Context: an optimization exercise on an open-source flow, tuned for small area, a short achievable clock period and few clock cycles. The choices shown serve that exercise and are no tape-out recipe.
Only simulation tests tie the RTL to the original design; equivalence was not proved.
No activity file was given, so power comes from the tool's default toggle rates.

==> 01-21 <==
Design police_meter, start of the top module:
module police_meter #(
    parameter M  = 8,            
    parameter MW = 3             
) (
    input  wire        clk,
    input  wire        rst,
    input  wire        req_valid,
    output wire        req_ready,
    input  wire [1:0]  req_op,         
    input  wire [MW-1:0] req_meter,
    input  wire [47:0] req_time,       
    input  wire [13:0] req_len,        
    input  wire [7:0]  req_event,      
    input  wire [23:0] req_rate,       
    input  wire [20:0] req_burst,      
    input  wire        req_mode,       
    input  wire [5:0]  req_overhead,   
    input  wire [7:0]  req_open_id,    
    input  wire [7:0]  req_close_id,   
    input  wire [2:0]  req_flags,      
    output reg         resp_valid,
    output reg  [1:0]  resp_code,      
    output reg  [71:0] resp_tat,
    output reg  [M-1:0] resp_gates
);
Settings: LEC_CHECK=0, ABC_CLOCK_PERIOD_IN_PS=5000, CAP_MARGIN=20, CORE_MARGIN=2, CORE_UTILIZATION=60, SLEW_MARGIN=20; clock period 22.0 ns.
standard.sh (not shown) runs the stock make flow with config.mk's settings and CLKGATE_MAP_FILE= SYNTH_SCRIPT=/design/flow/synth_recipe.tcl, a recipe that flattens the netlist after the stock synthesis.
==> flow/flow/run.sh <==
#!/bin/bash
set -euo pipefail
export SETUP_SLACK_MARGIN=16
bash standard.sh > flow_make.log 2>&1
==> 12-16 (differences from 01-21) <==
--- a/flow/design.v
+++ b/flow/design.v
@@ -67,13 +67,11 @@
             s0_flags <= req_flags;
         end
         s0_len <= req_len;
         s0_ev  <= req_event;
     end
-    reg          dv_first;         
     reg          dv_run;           
-    reg          dv_wbt;           
     reg          dv_fin;           
     reg  [4:0]   dv_cnt;           
     reg  [23:0]  dv_rem;
     reg  [47:0]  dv_q;             
     reg  [66:0]  dv_p;             
@@ -98,33 +96,27 @@
     wire [26:0]  dv_d2  = dv_x - {2'd0, s0_rate, 1'b0};
     wire [26:0]  dv_d3  = dv_x - {3'd0, s0_rate} - {2'd0, s0_rate, 1'b0};
     wire [1:0]   dv_dig = !dv_d3[26] ? 2'd3 : !dv_d2[26] ? 2'd2 : !dv_d1[26] ? 2'd1 : 2'd0;
     wire [23:0]  dv_remn = !dv_d3[26] ? dv_d3[23:0] : !dv_d2[26] ? dv_d2[23:0] :
                            !dv_d1[26] ? dv_d1[23:0] : dv_x[23:0];
-    wire [66:0]  dv_pp  = dv_first ? 67'd0 : dv_p;
-    wire [23:0]  dv_plo = {1'b0, dv_pp[20:0], 2'b00} +
+    wire [23:0]  dv_plo = {1'b0, dv_p[20:0], 2'b00} +
                           (dv_d[1] ? {2'b0, s0_burst, 1'b0} : 24'd0) +
                           (dv_d[0] ? {3'b0, s0_burst}       : 24'd0);
-    wire [43:0]  dv_phi = dv_pp[64:21] + {43'd0, dv_plo[23]};
+    wire [43:0]  dv_phi = dv_p[64:21] + {43'd0, dv_plo[23]};
     wire [66:0]  dv_pn  = {dv_phi, dv_plo[22:0]};
     always @(posedge clk) begin
         if (rst) begin
             rdy      <= 1'b1;
             s0_v     <= 1'b0;
-            dv_first <= 1'b0;
             dv_run   <= 1'b0;
             dv_fin   <= 1'b0;
-            dv_wbt   <= 1'b0;
         end else begin
-            dv_first <= 1'b0;
-            dv_wbt   <= dv_fin;
             dv_fin   <= 1'b0;
             if (rdy) begin
                 s0_v <= req_valid;
                 if (acc_commit) begin
                     rdy      <= 1'b0;
-                    dv_first <= 1'b1;
                     dv_run   <= 1'b1;
                 end
             end
             if (dv_run && dv_cnt == 5'd0) begin
                 dv_run <= 1'b0;
@@ -134,18 +126,19 @@
         end
         if (acc_commit) begin
             dv_rem <= dv_rem0;
             dv_q   <= dv_q0;
             dv_cnt <= dv_n0;
+            dv_p   <= 67'd0;
             dv_d   <= 2'd0;
         end else begin
             dv_rem <= dv_remn;
             dv_q   <= {dv_q[45:0], dv_dig};
             dv_cnt <= dv_cnt - 5'd1;
+            dv_p   <= dv_pn;
             dv_d   <= dv_dig;
         end
-        dv_p <= dv_pn;
     end
     reg          s1_v;
     reg  [1:0]   s1_op;
     reg  [MW-1:0] s1_m;
     reg  [47:0]  s1_time;
@@ -174,17 +167,16 @@
         s1_time <= s0_time;
         s1_ev   <= (s0_op == OP_COMMIT) ? {3'd0, c_ogc, c_chg, s0_flags} : s0_ev;
         s1_x    <= (s0_op == OP_COMMIT) ? 15'd0 : {1'b0, s0_len} + {9'd0, xoh[s0_m]};
         if (dv_fin) begin
             tper[s0_m] <= dv_q[46:0];
+            btv[s0_m]  <= dv_pn;
             xoh[s0_m]  <= s0_mode ? s0_oh : 6'd0;
             oid[s0_m]  <= s0_oid;
             cid[s0_m]  <= s0_cid;
             gctl[s0_m] <= s0_flags[0];
         end
-        if (dv_wbt)
-            btv[s1_m] <= dv_p;
     end
     wire [61:0]  s2_ms;
     wire [61:0]  s2_mc;
     wire mb_one0 = s1_x[0] ^ 1'b0;
     wire mb_two0 = (s1_x[1] & ~s1_x[0] & ~1'b0) | (~s1_x[1] & s1_x[0] & 1'b0);
==> flow/run.sh (new file) <==
#!/bin/bash
# synth_recipe.tcl (not shown) runs the flow's synth.tcl, then flattens the netlist and writes it again
# the make line also repeats each setting of config.mk as NAME=value (left out here)
make -C /OpenROAD-flow-scripts/flow DESIGN_CONFIG=/design/flow/config.mk WORK_HOME=/design/flow/orfs CLKGATE_MAP_FILE= SYNTH_SCRIPT=/design/flow/synth_recipe.tcl finish
removed: flow/flow/run.sh
removed: flow/standard.sh
==> notes <==
- Of 12-16 and 01-21, 01-21 has the higher power (gap 6.0%, measured against 01-21).
- Against 12-16, the flip-flop and latch count of 01-21 is higher by 4.
- Between 01-21 and 12-16, the lower register-to-register slack is in 12-16 (gap 1.9 ns).
- In clock power, 12-16 and 01-21 hardly differ.
- Utilization: 12-16 is lower than 01-21 (0.92 points).
- Against 01-21, the non-clock buffer count of 12-16 is lower by 71.
Testbench counts of 01-21, summed over its fixed seeds: cycles 26,348.
Testbench counts of 12-16, summed over its fixed seeds: cycles 26,348.


==> inputs of 12-04 <==
police_meter again, from the RTL that the note above started with.
## police_meter
module police_meter #(
    parameter M  = 8,            
    parameter MW = 3             
) (
    input  wire        clk,
    input  wire        rst,
    input  wire        req_valid,
    output wire        req_ready,
    input  wire [1:0]  req_op,         
    input  wire [MW-1:0] req_meter,
    input  wire [47:0] req_time,       
    input  wire [13:0] req_len,        
    input  wire [7:0]  req_event,      
    input  wire [23:0] req_rate,       
    input  wire [20:0] req_burst,      
    input  wire        req_mode,       
    input  wire [5:0]  req_overhead,   
    input  wire [7:0]  req_open_id,    
    input  wire [7:0]  req_close_id,   
    input  wire [2:0]  req_flags,      
    output reg         resp_valid,
    output reg  [1:0]  resp_code,      
    output reg  [71:0] resp_tat,
    output reg  [M-1:0] resp_gates
);
    localparam OP_FRAME  = 2'd0;
    localparam OP_EVENT  = 2'd1;
    localparam OP_COMMIT = 2'd2;
    localparam OP_REMOVE = 2'd3;
    integer k;
    reg  [71:0]  tat   [0:M-1];
    reg  [46:0]  tper  [0:M-1];    
    reg  [66:0]  btv   [0:M-1];    
    reg  [5:0]   xoh   [0:M-1];    
    reg  [7:0]   oid   [0:M-1];
    reg  [7:0]   cid   [0:M-1];
    reg  [M-1:0] gctl;
    reg  [M-1:0] present;
    reg  [M-1:0] gate;             
    reg          rdy;
    reg          s0_v;
    reg  [1:0]   s0_op;
    reg  [MW-1:0] s0_m;
    reg  [47:0]  s0_time;
    reg  [13:0]  s0_len;
    reg  [7:0]   s0_ev;
    reg  [23:0]  s0_rate;
    reg  [20:0]  s0_burst;
    reg          s0_mode;
    reg  [5:0]   s0_oh;
    reg  [7:0]   s0_oid;
    reg  [7:0]   s0_cid;
    reg  [2:0]   s0_flags;
    assign req_ready = rdy;
    wire acc_commit = req_valid && rdy && req_op == OP_COMMIT;
    always @(posedge clk) begin
        if (rdy) begin
            s0_op    <= req_op;
            s0_m     <= req_meter;
            s0_time  <= req_time;
            s0_rate  <= req_rate;
            s0_burst <= req_burst;
            s0_mode  <= req_mode;
            s0_oh    <= req_overhead;
            s0_oid   <= req_open_id;
            s0_cid   <= req_close_id;
            s0_flags <= req_flags;
        end
        s0_len <= req_len;
        s0_ev  <= req_event;
    end
    reg          dv_first;         
    reg          dv_run;           
  ...
Settings: LEC_CHECK=0, ABC_CLOCK_PERIOD_IN_PS=5000, CAP_MARGIN=20, CORE_MARGIN=2, CORE_UTILIZATION=60, CTS_CLUSTER_DIAMETER=100, CTS_CLUSTER_SIZE=20, SLEW_MARGIN=20; clock period 22.0 ns.
==> flow/flow/run.sh <==
#!/bin/bash
set -euo pipefail
export SETUP_SLACK_MARGIN=16.3
bash standard.sh > flow_make.log 2>&1
==> 03-05: changes against 12-04 <==
--- a/flow/design.v
+++ b/flow/design.v
@@ -64,19 +64,17 @@
             s0_oh    <= req_overhead;
             s0_oid   <= req_open_id;
             s0_cid   <= req_close_id;
             s0_flags <= req_flags;
         end
         s0_len <= req_len;
         s0_ev  <= req_event;
     end
-    reg          dv_first;         
     reg          dv_run;           
-    reg          dv_wbt;           
     reg          dv_fin;           
     reg  [4:0]   dv_cnt;           
     reg  [23:0]  dv_rem;
     reg  [47:0]  dv_q;             
     reg  [66:0]  dv_p;             
     reg  [1:0]   dv_d;             
     wire [1:0]   in_cls = req_rate[23]      ? 2'd3 :
                           |req_rate[22:15]  ? 2'd2 :
@@ -95,60 +93,55 @@
     end
     wire [26:0]  dv_x   = {1'b0, dv_rem, dv_q[47:46]};
     wire [26:0]  dv_d1  = dv_x - {3'd0, s0_rate};
     wire [26:0]  dv_d2  = dv_x - {2'd0, s0_rate, 1'b0};
     wire [26:0]  dv_d3  = dv_x - {3'd0, s0_rate} - {2'd0, s0_rate, 1'b0};
     wire [1:0]   dv_dig = !dv_d3[26] ? 2'd3 : !dv_d2[26] ? 2'd2 : !dv_d1[26] ? 2'd1 : 2'd0;
     wire [23:0]  dv_remn = !dv_d3[26] ? dv_d3[23:0] : !dv_d2[26] ? dv_d2[23:0] :
                            !dv_d1[26] ? dv_d1[23:0] : dv_x[23:0];
-    wire [66:0]  dv_pp  = dv_first ? 67'd0 : dv_p;
-    wire [23:0]  dv_plo = {1'b0, dv_pp[20:0], 2'b00} +
+    wire [23:0]  dv_plo = {1'b0, dv_p[20:0], 2'b00} +
                           (dv_d[1] ? {2'b0, s0_burst, 1'b0} : 24'd0) +
                           (dv_d[0] ? {3'b0, s0_burst}       : 24'd0);
-    wire [43:0]  dv_phi = dv_pp[64:21] + {43'd0, dv_plo[23]};
+    wire [43:0]  dv_phi = dv_p[64:21] + {43'd0, dv_plo[23]};
     wire [66:0]  dv_pn  = {dv_phi, dv_plo[22:0]};
     always @(posedge clk) begin
         if (rst) begin
             rdy      <= 1'b1;
             s0_v     <= 1'b0;
-            dv_first <= 1'b0;
             dv_run   <= 1'b0;
             dv_fin   <= 1'b0;
-            dv_wbt   <= 1'b0;
         end else begin
-            dv_first <= 1'b0;
-            dv_wbt   <= dv_fin;
             dv_fin   <= 1'b0;
             if (rdy) begin
                 s0_v <= req_valid;
                 if (acc_commit) begin
                     rdy      <= 1'b0;
-                    dv_first <= 1'b1;
                     dv_run   <= 1'b1;
                 end
             end
             if (dv_run && dv_cnt == 5'd0) begin
                 dv_run <= 1'b0;
                 dv_fin <= 1'b1;
                 rdy    <= 1'b1;
             end
         end
         if (acc_commit) begin
             dv_rem <= dv_rem0;
             dv_q   <= dv_q0;
             dv_cnt <= dv_n0;
+            dv_p   <= 67'd0;
             dv_d   <= 2'd0;
         end else begin
             dv_rem <= dv_remn;
             dv_q   <= {dv_q[45:0], dv_dig};
             dv_cnt <= dv_cnt - 5'd1;
+            dv_p   <= dv_pn;
             dv_d   <= dv_dig;
         end
-        dv_p <= dv_pn;
     end
     reg          s1_v;
     reg  [1:0]   s1_op;
     reg  [MW-1:0] s1_m;
     reg  [47:0]  s1_time;
     reg  [7:0]   s1_ev;            
     reg  [14:0]  s1_x;
     wire [46:0]  rd_t   = tper[s1_m];
@@ -171,23 +164,22 @@
             s1_v <= s0_v && (s0_op != OP_COMMIT || dv_fin);
         s1_op   <= s0_op;
         s1_m    <= s0_m;
         s1_time <= s0_time;
         s1_ev   <= (s0_op == OP_COMMIT) ? {3'd0, c_ogc, c_chg, s0_flags} : s0_ev;
         s1_x    <= (s0_op == OP_COMMIT) ? 15'd0 : {1'b0, s0_len} + {9'd0, xoh[s0_m]};
         if (dv_fin) begin
             tper[s0_m] <= dv_q[46:0];
+            btv[s0_m]  <= dv_pn;
             xoh[s0_m]  <= s0_mode ? s0_oh : 6'd0;
             oid[s0_m]  <= s0_oid;
             cid[s0_m]  <= s0_cid;
             gctl[s0_m] <= s0_flags[0];
         end
-        if (dv_wbt)
-            btv[s1_m] <= dv_p;
     end
     wire [61:0]  s2_ms;
     wire [61:0]  s2_mc;
     wire mb_one0 = s1_x[0] ^ 1'b0;
     wire mb_two0 = (s1_x[1] & ~s1_x[0] & ~1'b0) | (~s1_x[1] & s1_x[0] & 1'b0);
     wire mb_neg0 = s1_x[1] & ~(s1_x[0] & 1'b0);
     wire mb_p0_0 = ((mb_one0 & rd_t[0])) ^ mb_neg0;
     wire mb_p0_1 = ((mb_one0 & rd_t[1]) | (mb_two0 & rd_t[0])) ^ mb_neg0;
- CTS_CLUSTER_SIZE: 20 -> 25
==> 07-17: changes against 12-04 <==
--- a/flow/design.v
+++ b/flow/design.v
@@ -64,19 +64,17 @@
             s0_oh    <= req_overhead;
             s0_oid   <= req_open_id;
             s0_cid   <= req_close_id;
             s0_flags <= req_flags;
         end
         s0_len <= req_len;
         s0_ev  <= req_event;
     end
-    reg          dv_first;         
     reg          dv_run;           
-    reg          dv_wbt;           
     reg          dv_fin;           
     reg  [4:0]   dv_cnt;           
     reg  [23:0]  dv_rem;
     reg  [47:0]  dv_q;             
     reg  [66:0]  dv_p;             
     reg  [1:0]   dv_d;             
     wire [1:0]   in_cls = req_rate[23]      ? 2'd3 :
                           |req_rate[22:15]  ? 2'd2 :
@@ -95,60 +93,55 @@
     end
     wire [26:0]  dv_x   = {1'b0, dv_rem, dv_q[47:46]};
     wire [26:0]  dv_d1  = dv_x - {3'd0, s0_rate};
     wire [26:0]  dv_d2  = dv_x - {2'd0, s0_rate, 1'b0};
     wire [26:0]  dv_d3  = dv_x - {3'd0, s0_rate} - {2'd0, s0_rate, 1'b0};
     wire [1:0]   dv_dig = !dv_d3[26] ? 2'd3 : !dv_d2[26] ? 2'd2 : !dv_d1[26] ? 2'd1 : 2'd0;
     wire [23:0]  dv_remn = !dv_d3[26] ? dv_d3[23:0] : !dv_d2[26] ? dv_d2[23:0] :
                            !dv_d1[26] ? dv_d1[23:0] : dv_x[23:0];
-    wire [66:0]  dv_pp  = dv_first ? 67'd0 : dv_p;
-    wire [23:0]  dv_plo = {1'b0, dv_pp[20:0], 2'b00} +
+    wire [23:0]  dv_plo = {1'b0, dv_p[20:0], 2'b00} +
                           (dv_d[1] ? {2'b0, s0_burst, 1'b0} : 24'd0) +
                           (dv_d[0] ? {3'b0, s0_burst}       : 24'd0);
-    wire [43:0]  dv_phi = dv_pp[64:21] + {43'd0, dv_plo[23]};
+    wire [43:0]  dv_phi = dv_p[64:21] + {43'd0, dv_plo[23]};
     wire [66:0]  dv_pn  = {dv_phi, dv_plo[22:0]};
     always @(posedge clk) begin
         if (rst) begin
             rdy      <= 1'b1;
             s0_v     <= 1'b0;
-            dv_first <= 1'b0;
             dv_run   <= 1'b0;
             dv_fin   <= 1'b0;
-            dv_wbt   <= 1'b0;
         end else begin
-            dv_first <= 1'b0;
-            dv_wbt   <= dv_fin;
             dv_fin   <= 1'b0;
             if (rdy) begin
                 s0_v <= req_valid;
                 if (acc_commit) begin
                     rdy      <= 1'b0;
-                    dv_first <= 1'b1;
                     dv_run   <= 1'b1;
                 end
             end
             if (dv_run && dv_cnt == 5'd0) begin
                 dv_run <= 1'b0;
                 dv_fin <= 1'b1;
                 rdy    <= 1'b1;
             end
         end
         if (acc_commit) begin
             dv_rem <= dv_rem0;
             dv_q   <= dv_q0;
             dv_cnt <= dv_n0;
+            dv_p   <= 67'd0;
             dv_d   <= 2'd0;
         end else begin
             dv_rem <= dv_remn;
             dv_q   <= {dv_q[45:0], dv_dig};
             dv_cnt <= dv_cnt - 5'd1;
+            dv_p   <= dv_pn;
             dv_d   <= dv_dig;
         end
-        dv_p <= dv_pn;
     end
     reg          s1_v;
     reg  [1:0]   s1_op;
     reg  [MW-1:0] s1_m;
     reg  [47:0]  s1_time;
     reg  [7:0]   s1_ev;            
     reg  [14:0]  s1_x;
     wire [46:0]  rd_t   = tper[s1_m];
@@ -171,23 +164,22 @@
             s1_v <= s0_v && (s0_op != OP_COMMIT || dv_fin);
         s1_op   <= s0_op;
         s1_m    <= s0_m;
         s1_time <= s0_time;
         s1_ev   <= (s0_op == OP_COMMIT) ? {3'd0, c_ogc, c_chg, s0_flags} : s0_ev;
         s1_x    <= (s0_op == OP_COMMIT) ? 15'd0 : {1'b0, s0_len} + {9'd0, xoh[s0_m]};
         if (dv_fin) begin
             tper[s0_m] <= dv_q[46:0];
+            btv[s0_m]  <= dv_pn;
             xoh[s0_m]  <= s0_mode ? s0_oh : 6'd0;
             oid[s0_m]  <= s0_oid;
             cid[s0_m]  <= s0_cid;
             gctl[s0_m] <= s0_flags[0];
         end
-        if (dv_wbt)
-            btv[s1_m] <= dv_p;
     end
     wire [61:0]  s2_ms;
     wire [61:0]  s2_mc;
     wire mb_one0 = s1_x[0] ^ 1'b0;
     wire mb_two0 = (s1_x[1] & ~s1_x[0] & ~1'b0) | (~s1_x[1] & s1_x[0] & 1'b0);
     wire mb_neg0 = s1_x[1] & ~(s1_x[0] & 1'b0);
     wire mb_p0_0 = ((mb_one0 & rd_t[0])) ^ mb_neg0;
     wire mb_p0_1 = ((mb_one0 & rd_t[1]) | (mb_two0 & rd_t[0])) ^ mb_neg0;
==> flow/flow/run.sh (replaced) <==
#!/bin/bash
set -euo pipefail
export SETUP_SLACK_MARGIN=16
bash standard.sh > flow_make.log 2>&1
- CTS_CLUSTER_SIZE: 20 -> 25
==> reports/qor.txt <==
Worst R2R Start -> s2_m[0]
Critical Path Stages -> 1
Initial Util -> 60.46%
ClkCell Share -> 3.187%
sequential cell count -> 2,611
top cells by count, synth -> edfxtp_1, inv_1, dfxtp_1
run status -> complete, no violations
Setup CP Type -> reg -> out
synthesis-to-finish area growth -> 10.17%
CP arrival -> 1.37 ns
internal power -> 13.96 mW
RePlAce Congestion -> 0.9925
GRT Util Overall -> 35.69%
Critical Path Start -> resp_tat[67]
simple-gate share of the synthesized area -> 6.447%
Vias -> 92,630
Worst Reg-to-Reg Cells -> 23
The numbers above come from 12-04.

==> reports/qor.txt <==
run status -> complete, no violations
Setup CP Type -> reg -> out
simple-gate share of the synthesized area -> 6.194%
synthesis-to-finish area growth -> 9.448%
top cells by count, synth -> edfxtp_1, inv_1, dfxtp_1
Vias -> 90,370
Worst R2R Start -> s2_m[0]
RePlAce Congestion -> 1.038
Critical Path Stages -> 1
internal power -> 13.45 mW
CTS tree -> yes
Worst Reg-to-Reg Cells -> 25
ClkCell Share -> 2.753%
GRT Util Overall -> 34.36%
Initial Util -> 60.23%
share of layout cells above drive strength 1 -> 12.47%
The numbers above come from 03-05.

==> reports/qor.txt <==
Vias -> 89,590
GRT Util Overall -> 33.79%
ClkCell Share -> 2.553%
synthesis-to-finish area growth -> 8.110%
top cells by count, synth -> edfxtp_1, inv_1, dfxtp_1
RePlAce Congestion -> 1.021
Critical Path Start -> s3_tat[37]
Final ANT Viol Nets -> 0
Worst R2R Start -> s3_tat[37]
sequential cell count -> 2,607
run status -> complete, no violations
Setup CP Type -> reg -> reg
setup ws final -> 15.96 ns
CP arrival -> 6.56 ns
internal power -> 13.01 mW
synthesized area -> 0.1366 mm2
Critical Path Stages -> 14
Worst Reg-to-Reg Cells -> 14
The numbers above come from 07-17.

Testbench counts of 12-04, summed over its fixed seeds: cycles 26,348.
Testbench counts of 03-05, summed over its fixed seeds: cycles 26,348.
Testbench counts of 07-17, summed over its fixed seeds: cycles 26,348.

-- re-timing with driven ports --
How much do the figures lean on ideal ports? The routed layouts below were timed once more, with nothing changed but the port constraints. Step 1 (the two cells are an assumption about what drives the block):
set clk [get_ports {clk}]
set_driving_cell -lib_cell sky130_fd_sc_hd__clkbuf_16 $clk
set_driving_cell -lib_cell sky130_fd_sc_hd__buf_2 [delete_from_list [all_inputs] $clk]
Step 2 moves the port delays by t, midway between the first and last clock arrival at a register: inputs arrive t later, outputs are due t later. That takes back most of the time a late clock gives input paths. Slacks: ideal ports / drivers / drivers and shift; pairs: ideal ports / drivers.
run | t, ns | setup slack, ns | worst setup path after step 2 | worst data-port slew with drivers (ns)
01-21 | 1.016 | 16.026 / 15.940 / 15.159 | input to register | 0.09
12-16 | 1.026 | 14.110 / 14.110 / 14.110 | register to register | 0.06
12-04 | 0.939 | 16.233 / 16.127 / 15.529 | input to register | 0.08
03-05 | 0.949 | 16.140 / 16.044 / 15.430 | input to register | 0.08
07-17 | 0.939 | 15.961 / 15.961 / 15.142 | input to register | 0.09
After both steps setup and hold are still met in every run listed. The setup slack of 01-21, which loses most, moves by -0.086 ns with the drivers and by -0.867 ns with both steps.
